Background: an optimization exercise with open tools, aiming at small area, a short achievable clock period and few clock cycles per item. Do not read the settings as production practice.

## aes_enc_core
module aes_enc_core (
    input  wire         clk,
    input  wire         rst,         
    input  wire         key_load,    
    input  wire [1:0]   key_len,     
    input  wire [255:0] key,         
    input  wire         in_valid,
    output reg          in_ready,
    input  wire [127:0] in_data,
    output reg          out_valid,
    output wire [127:0] out_data
);
Size in the first run: about 8200 cells after synthesis, ~1100 flip-flops, ~70000 sq um of cells after synthesis.
Settings: LEC_CHECK=0, CAP_MARGIN=20, CORE_MARGIN=2, CORE_UTILIZATION=40, SLEW_MARGIN=20; clock period 10.0 ns.
standard.sh (not shown) runs the stock make flow with config.mk's settings and CLKGATE_MAP_FILE= SYNTH_SCRIPT=/design/flow/synth_recipe.tcl, a recipe that flattens the netlist after the stock synthesis.
==> flow/flow/run.sh <==
#!/bin/bash
# Own layout flow: the standard flow (standard.sh, with its synthesis
# script and steps) with these settings changed:
#  - synthesis maps the logic with the ABC script in flow/abc.script (an
#    area-oriented mapping) instead of ORFS's speed script;
#  - the make variables listed in flow/make_vars.txt (one VAR=value per
#    line) are added to both make runs: among them SETUP_SLACK_MARGIN, so
#    that the timing repair steps aim for extra setup slack and the layout is
#    sized for a short period, although the clock stays at the design's.
# Each tool's output goes to a log file of its own in this folder.
set -uo pipefail
W=$PWD
SD=$W/scripts_own
rm -rf "$SD"; mkdir -p "$SD"
for f in "$FLOW_HOME"/scripts/*; do ln -s "$f" "$SD/"; done
rm -f "$SD/abc_area.script"; cp "$W/flow/abc.script" "$SD/abc_area.script"
VARS=()
if [[ -f "$W/flow/make_vars.txt" ]]; then
  while IFS= read -r line; do
    [[ -z "$line" || "$line" == \#* ]] && continue
    VARS+=("$line")
  done < "$W/flow/make_vars.txt"
fi
bash standard.sh SCRIPTS_DIR="$SD" ABC_AREA=1 "${VARS[@]}" synth > "$W/synth.log" 2>&1 || { tail -30 "$W/synth.log"; exit 1; }
bash standard.sh "${VARS[@]}" finish > "$W/layout.log" 2>&1 || { tail -30 "$W/layout.log"; exit 1; }
==> flow/flow/abc.script <==
strash
dch
map -a
==> flow/flow/make_vars.txt <==
SETUP_SLACK_MARGIN=6.5
BUFFER_PORTS_ARGS=-buffer_cell sky130_fd_sc_hd__buf_2
Next try:
--- a/flow/design.v
+++ b/flow/design.v
@@ -698,53 +698,58 @@
     wire        lastM = (rM == nr);
     wire        contM = vM && !lastM;                
     wire        accept = in_valid && in_ready;
     wire        xacc = accept && !yslot;             
     reg  [255:0] ks;
     reg  [255:0] kw;
     reg  [31:0]  ksi;                
+    reg          ksi_rot;            
     reg  [47:0]  km;                 
     wire [31:0] K0 = kw[255:224], K1 = kw[223:192], K2 = kw[191:160], K3 = kw[159:128];
     wire [31:0] K4 = kw[127:96],  K5 = kw[95:64],   K6 = kw[63:32],   K7 = kw[31:0];
     wire [31:0] S7 = ks[31:0];
+    wire [31:0] kin = ksi_rot ? {ksi[23:0], ksi[31:24]} : ksi;
     wire [47:0] km_d;
     wire [31:0] kb;                  
     genvar g;
     generate
         for (g = 0; g < 4; g = g + 1) begin : g_ksb
-            aes_sbox_front u_f (.a(ksi[31-8*g -: 8]), .m(km_d[47-12*g -: 12]));
+            aes_sbox_front u_f (.a(kin[31-8*g -: 8]), .m(km_d[47-12*g -: 12]));
             aes_sbox_back  u_b (.m(km[47-12*g -: 12]), .y(kb[31-8*g -: 8]));
         end
     endgenerate
     reg         c_en;                
     reg         c_fix;               
-    reg  [1:0]  c_b;                 
+    reg  [2:0]  c_b;                 
     reg         c_t4, c_t2;          
     reg  [7:0]  c_rc;                
     reg         c_rot, c_x4;         
-    wire [31:0] B0 = (c_b == 2'd2) ? K4 : (c_b == 2'd1) ? K2 : K0;
-    wire [31:0] B1 = (c_b == 2'd2) ? K5 : (c_b == 2'd1) ? K3 : K1;
-    wire [31:0] B2 = (c_b == 2'd2) ? K6 : (c_b == 2'd1) ? K4 : K2;
-    wire [31:0] B3 = (c_b == 2'd2) ? K7 : (c_b == 2'd1) ? K5 : K3;
-    wire [31:0] x7 = {32{c_t4 | c_t2}} & K7;
-    wire [31:0] y7 = {32{c_t2}} & K7;
-    wire [31:0] Q1 = B0 ^ B1;
+    reg         k_sel;               
+    wire [31:0] B0 = ({32{c_b[2]}} & K4) | ({32{c_b[1]}} & K2) | ({32{c_b[0]}} & K0);
+    wire [31:0] B1 = ({32{c_b[2]}} & K5) | ({32{c_b[1]}} & K3) | ({32{c_b[0]}} & K1);
+    wire [31:0] B2 = ({32{c_b[2]}} & K6) | ({32{c_b[1]}} & K4) | ({32{c_b[0]}} & K2);
+    wire [31:0] B3 = ({32{c_b[2]}} & K7) | ({32{c_b[1]}} & K5) | ({32{c_b[0]}} & K3);
     wire        c01 = !(c_t4 | c_t2);                
     wire        c23 = !c_t2;                         
     wire [31:0] rcw = {c_rc, 24'h000000};
-    wire [31:0] P0 = B0 ^ x7 ^ ({32{c01}} & rcw);
-    wire [31:0] P1 = Q1 ^ x7 ^ ({32{c01}} & rcw);
-    wire [31:0] P2 = ({32{!c_t4}} & Q1) ^ B2 ^ y7 ^ ({32{c23}} & rcw);
-    wire [31:0] P3 = P2 ^ B3;
+    wire [31:0] Q01 = B0 ^ B1;
+    wire [31:0] Q23 = B2 ^ B3;
+    wire [31:0] zQ  = {32{!c_t4}} & Q01;
+    wire [31:0] e0  = ({32{c_t4 | c_t2}} & K7) ^ ({32{c01}} & rcw);
+    wire [31:0] e2  = ({32{c_t2}} & K7) ^ ({32{c23}} & rcw);
+    wire [31:0] P0 = B0 ^ e0;
+    wire [31:0] P1 = Q01 ^ e0;
+    wire [31:0] P2 = zQ ^ (B2 ^ e2);
+    wire [31:0] P3 = zQ ^ (Q23 ^ e2);
     wire [31:0] n0 = P0 ^ ({32{c01}} & kb);
     wire [31:0] n1 = P1 ^ ({32{c01}} & kb);
     wire [31:0] n2 = P2 ^ ({32{c23}} & kb);
     wire [31:0] n3 = P3 ^ ({32{c23}} & kb);
-    wire [31:0] nx = P3 ^ ({32{c_x4}} & (K6 ^ K7)) ^ ({32{c23}} & kb);
-    wire [31:0] nxr = c_rot ? {nx[23:0], nx[31:24]} : nx;
+    wire [31:0] P3x = zQ ^ ((Q23 ^ e2) ^ ({32{c_x4}} & (K6 ^ K7)));
+    wire [31:0] nx  = P3x ^ ({32{c23}} & kb);
     reg  [127:0] s;                  
     reg  [191:0] m;                  
     reg  [127:0] outr;
     assign out_data = outr;
     wire [127:0] ark = s ^ kw[255:128];
     wire [191:0] m_d;
     generate
@@ -766,15 +771,16 @@
         end
     endgenerate
     always @(posedge clk) begin
         m    <= m_d;
         s    <= contM ? mix : in_data;
         outr <= sub ^ kw[127:0];
         km   <= km_d;
-        ksi  <= (c_en && kp != 3'd1) ? nxr : {S7[23:0], S7[31:24]};
+        ksi     <= k_sel ? nx : S7;
+        ksi_rot <= k_sel ? c_rot : 1'b1;
     end
     function [3:0] mod3;             
         input [3:0] r;
         mod3 = r % 3;
     endfunction
     function [7:0] rcon_of;          
         input [3:0] r;
@@ -827,27 +833,28 @@
             vM        <= vS;
             yslot     <= xacc;
             in_ready  <= krdy_n && (np_n || xacc);
             out_valid <= vM && lastM;
             c_en      <= st_n || (kp == 3'd2 && !l256);
             c_fix     <= kp == 3'd2 && !l256;
         end
+        k_sel <= !rst && (st_n || (kp == 3'd2 && !l256)) && !key_load;
         xS <= xS_n;
         rS <= rS_n;
         xM <= xS;
         rM <= rS;
         if (kp == 3'd2 && !l256) begin
-            c_b   <= 2'd0;
+            c_b   <= 3'b001;
             c_t4  <= 1'b0;
             c_t2  <= 1'b0;
             c_rc  <= 8'h01;
             c_rot <= 1'b1;
             c_x4  <= 1'b0;
         end else begin
-            c_b   <= l128 ? 2'd2 : l192 ? 2'd1 : 2'd0;
+            c_b   <= {l128, l192, l256};
             c_t4  <= l192 && m3c == 4'd0;
             c_t2  <= l192 && m3c == 4'd1;
             c_rc  <= (l256 && !rS[0]) ? 8'h00 : rcon_of(rS, l128, l192);
             c_rot <= l128 || (l256 && r1[0]) || (l192 && m3n != 4'd1);
             c_x4  <= l192 && m3n == 4'd0;
         end
         if (key_load) begin
After rerunning:
- via count went up by 1.3%
- final cell count climbs by 2.1%
- routed wire length drops by 2.2%
- utilization goes down by 0.44 points
- cell area went up by 0.64%
- register-to-register slack gets better by 50 ps
- critical path depth shrinks by 3
- clock skew decreases by 5.3 ps
- global-route usage went down by 1.0 points
- synthesized cell count rose by 3.0%
- setup slack improves by 47 ps
Function was not checked in any run of this note: the RTL went through the layout flow alone.

## what the ideal ports hide
Ports are ideal in the flow. The routed layouts listed here were re-timed in OpenROAD. Step 1 sets driving cells, clkbuf_16 on the clock port and buf_2 on the other inputs (assumed; they add their load-dependent delay and slew). Step 2 adds t to the input delays and takes it off the output delays; t is the mean of the earliest and latest rising clock arrival at the registers after step 1. Input paths then give back, and output paths get back, about the clock's delay inside the block. Three values: ideal, step 1, step 2; two values: the first two.
run | t (ns) | setup WS [ns] | hold slack, ns | worst register clock-pin slew, ns
the first run | 0.890 | 6.430 / 6.430 / 5.697 | 0.400 / 0.400 / 0.400 | 0.07 / 0.07
the second run | 0.855 | 6.478 / 6.451 / 5.685 | 0.363 / 0.363 / 0.363 | 0.07 / 0.07
After both steps setup and hold are still met in every run listed. The setup slack of the second run, which loses most, moves by -0.027 ns with the drivers and by -0.793 ns with both steps.
